Background: an optimization exercise with open tools, aiming at small area and a short achievable clock period. Do not read the settings as production practice.
In this exercise RTL edits were held to simulation tests only and were not proved equivalent to the original.
Power and IR drop assume default switching activity.

// dram_addr_map
module dram_addr_map (
    input  wire        clk,
    input  wire        rst,             
    input  wire [1:0]  cfg_bays,        
    input  wire [1:0]  cfg_first_quad,  
    input  wire [15:0] cfg_chan_mask,   
    input  wire [9:0]  cfg_cap_gib,     
    input  wire [2:0]  cfg_log2_nr,     
    input  wire        in_valid,
    input  wire [42:0] in_pa,
    output reg         out_valid,
    output reg  [3:0]  out_bay,
    output reg  [15:0] out_set,
    output reg  [20:0] out_tag,
    output reg         out_edge,
    output reg  [1:0]  out_slot,
    output reg  [3:0]  out_chan,
    output reg  [32:0] out_line,
    output reg         out_sub,
    output reg  [10:0] out_col,
    output reg  [2:0]  out_bg,
    output reg  [1:0]  out_bank,
    output reg  [3:0]  out_rank,
    output reg  [19:0] out_row
);
For scale: about 1800 cells after synthesis, ~200 I/O pins, about 16000 um2 of cells after synthesis.
Settings: LEC_CHECK=0, ABC_AREA=0, CAP_MARGIN=20, CORE_MARGIN=2, CORE_UTILIZATION=40, CTS_CLUSTER_DIAMETER=100, CTS_CLUSTER_SIZE=27, SLEW_MARGIN=20; clock period 22.0 ns.
standard.sh (not shown) runs the stock make flow with config.mk's settings and CLKGATE_MAP_FILE= SYNTH_SCRIPT=/design/flow/synth_recipe.tcl, a recipe that flattens the netlist after the stock synthesis.
==> flow/flow/run.sh <==
#!/bin/bash
# Standard layout, with plain buf_1 cells as the port buffers (the default
# choice is a slow delay buffer), and timing repair aimed at a 16.5 ns setup
# margin on the design's clock (the SDC is unchanged).
set -euo pipefail
export BUFFER_PORTS_ARGS="-buffer_cell sky130_fd_sc_hd__buf_1"
export SETUP_SLACK_MARGIN=16.5
bash standard.sh > standard.log 2>&1
The starting point produced a clean layout.
Change:
==> flow/flow/run.sh (replaced) <==
#!/bin/bash
# Standard layout, with plain buf_2 cells as the port buffers (the default
# choice is a slow delay buffer), and timing repair aimed at a 16.6 ns setup
# margin on the design's clock (the SDC is unchanged).
set -euo pipefail
export BUFFER_PORTS_ARGS="-buffer_cell sky130_fd_sc_hd__buf_2"
export SETUP_SLACK_MARGIN=16.6
bash standard.sh > standard.log 2>&1
Settings changed: ABC_AREA 0 to 1.
After rerunning: Final area fell by 1.3%; core utilization drops by 0.93 points; combinational power drops by 8.0%; die area rose by 1.2%; non-clock buffer count decreases by 69; first-iteration DRC count goes up by 15%; synthesized area rises by 1.3%; flip-flop and latch count stays the same; setup slack improved by 0.036 ns.
Change:
==> flow/flow/run.sh (replaced) <==
#!/bin/bash
# Standard layout, with plain buf_1 cells as the port buffers (the default
# choice is a slow delay buffer), and timing repair aimed at a 16.6 ns setup
# margin on the design's clock (the SDC is unchanged).
set -euo pipefail
export BUFFER_PORTS_ARGS="-buffer_cell sky130_fd_sc_hd__buf_1"
export SETUP_SLACK_MARGIN=16.6
bash standard.sh > standard.log 2>&1
Settings changed: CTS_CLUSTER_DIAMETER 100 to not set, CTS_CLUSTER_SIZE 27 to not set.
Total power came out higher by 12%. Final area came out higher by 3.2%. Sequential power came out higher by about 0.6%. Routed wire length came out higher by 0.90%.
Change:
==> flow/flow/run.sh (replaced) <==
#!/bin/bash
# Standard layout, with plain buf_2 cells as the port buffers (the default
# choice is a slow delay buffer), and timing repair aimed at a 16.3 ns setup
# margin on the design's clock (the SDC is unchanged).
set -euo pipefail
export BUFFER_PORTS_ARGS="-buffer_cell sky130_fd_sc_hd__buf_2"
export SETUP_SLACK_MARGIN=16.3
bash standard.sh > standard.log 2>&1
Settings changed: CTS_CLUSTER_DIAMETER set to 100, CTS_CLUSTER_SIZE set to 27.
=>
- The new run ran to the end with no violations
- cell count drops by 1.3%
- global-route usage fell by 0.48 points
- area after synthesis does not change
- setup slack got worse by 0.13 ns
- wire length shrinks by 2.4%
- utilization goes down by 2.8 points
- via count fell by 1.2%

---

Another version of the RTL of dram_addr_map (not shown whole).
For scale: ~260 flip-flops, ~16000 um^2 of cells after synthesis.
Design dram_addr_map, start of the top module:
module dram_addr_map (
    input  wire        clk,
    input  wire        rst,             
    input  wire [1:0]  cfg_bays,        
    input  wire [1:0]  cfg_first_quad,  
    input  wire [15:0] cfg_chan_mask,   
    input  wire [9:0]  cfg_cap_gib,     
    input  wire [2:0]  cfg_log2_nr,     
    input  wire        in_valid,
    input  wire [42:0] in_pa,
    output reg         out_valid,
    output reg  [3:0]  out_bay,
    output reg  [15:0] out_set,
    output reg  [20:0] out_tag,
    output reg         out_edge,
    output reg  [1:0]  out_slot,
    output reg  [3:0]  out_chan,
    output reg  [32:0] out_line,
    output reg         out_sub,
    output reg  [10:0] out_col,
    output reg  [2:0]  out_bg,
    output reg  [1:0]  out_bank,
    output reg  [3:0]  out_rank,
    output reg  [19:0] out_row
);
clock: 22.0 ns
lec_check: 0
abc_area: 1
cap_margin: 10
core_margin: 2
core_utilization: 40
cts_cluster_diameter: 100
cts_cluster_size: 27
slew_margin: 10
==> flow/flow/run.sh <==
#!/bin/bash
# Standard layout (the standard.sh), with two changes made through the
# environment ORFS reads:
#  - plain buf_1 cells as the port buffers (buffer_ports otherwise picks a slow
#    delay buffer); every input and output port still gets one;
#  - timing repair aimed at a 16.5 ns setup margin on the design's clock,
#    i.e. the resizer works until paths fit in 22 - 16.5 ns. The SDC, the
#    clock period and all constraints are unchanged.
# All tool output goes to standard.log here and to ORFS's own logs under orfs/.
set -euo pipefail
export BUFFER_PORTS_ARGS="-buffer_cell sky130_fd_sc_hd__buf_1"
export SETUP_SLACK_MARGIN=16.5
bash standard.sh > standard.log 2>&1
The baseline ran to the end with no violations.
Rerun with:
Settings changed: CAP_MARGIN 10 to 20, SLEW_MARGIN 10 to 20.
Outcome: Die area stays the same. Worst setup slack is unchanged. Sequential cell count does not change. Sequential share of layout area is unchanged. Final cell count is unchanged.
Rerun with:
==> flow/run.sh (new file) <==
#!/bin/bash
# synth_recipe.tcl (not shown) runs the flow's synth.tcl, then flattens the netlist and writes it again
# the make line also repeats each setting of config.mk as NAME=value (left out here)
make -C /OpenROAD-flow-scripts/flow DESIGN_CONFIG=/design/flow/config.mk WORK_HOME=/design/flow/orfs CLKGATE_MAP_FILE= SYNTH_SCRIPT=/design/flow/synth_recipe.tcl finish
removed: flow/flow/run.sh
removed: flow/standard.sh
Outcome: Routed wire length goes up by about 0.45%. Clock power goes up by about 5%. Clock skew goes down by 0.015 ns. Total power goes up by about 7%. Clock-buffer cell count goes down by 1. Final area goes up by about 6.6%. Worst setup slack got worse by 0.42 ns. Non-clock buffer count goes down by 4. Die area does not change. Cell count is about the same.

## re-timing with driven ports
The flow's constraints put no driver on any port. The routed layouts listed below were extracted and timed again, unchanged, in two steps.
Step 1: set_driving_cell puts a clkbuf_16 on clk and a buf_2 on each other input, an assumption about the parent block.
Step 2, shift: input delay + t, output delay - t, t = (earliest + latest rising clock arrival at the registers) / 2. This alone moves slack from input paths to output paths.
a / b / c = ideal ports / drivers / drivers and shift; a / b = the first two.
| run | t (ns) | setup slack, ns | hold WS [ns] | worst setup path at the end | worst register clock-pin slew, ns |
|---|---|---|---|---|---|
| the first run of note 1 | 0.549 | 16.555 / 16.504 / 16.209 | 0.339 / 0.339 / 0.339 | input to register | 0.10 / 0.10 |
| the second run of note 1 | 0.564 | 16.590 / 16.538 / 16.171 | 0.342 / 0.342 / 0.342 | input to register | 0.11 / 0.11 |
| the third run of note 1 | 0.601 | 16.585 / 16.532 / 16.228 | 0.332 / 0.332 / 0.332 | input to register | 0.07 / 0.07 |
| the fourth run of note 1 | 0.550 | 16.459 / 16.490 / 15.940 | 0.343 / 0.343 / 0.343 | input to register | 0.10 / 0.10 |
| the first run of note 2 | 0.551 | 16.540 / 16.491 / 16.167 | 0.335 / 0.335 / 0.335 | input to register | 0.11 / 0.11 |
| the second run of note 2 | 0.551 | 16.540 / 16.491 / 16.167 | 0.335 / 0.335 / 0.335 | input to register | 0.11 / 0.11 |
| the third run of note 2 | 0.547 | 16.119 / 16.119 / 15.593 | 0.334 / 0.334 / 0.334 | input to register | 0.11 / 0.11 |
After both steps setup and hold are still met in every run listed. The setup slack of the third run of note 2, which loses most, moves by 0.000 ns with the drivers and by -0.526 ns with both steps.
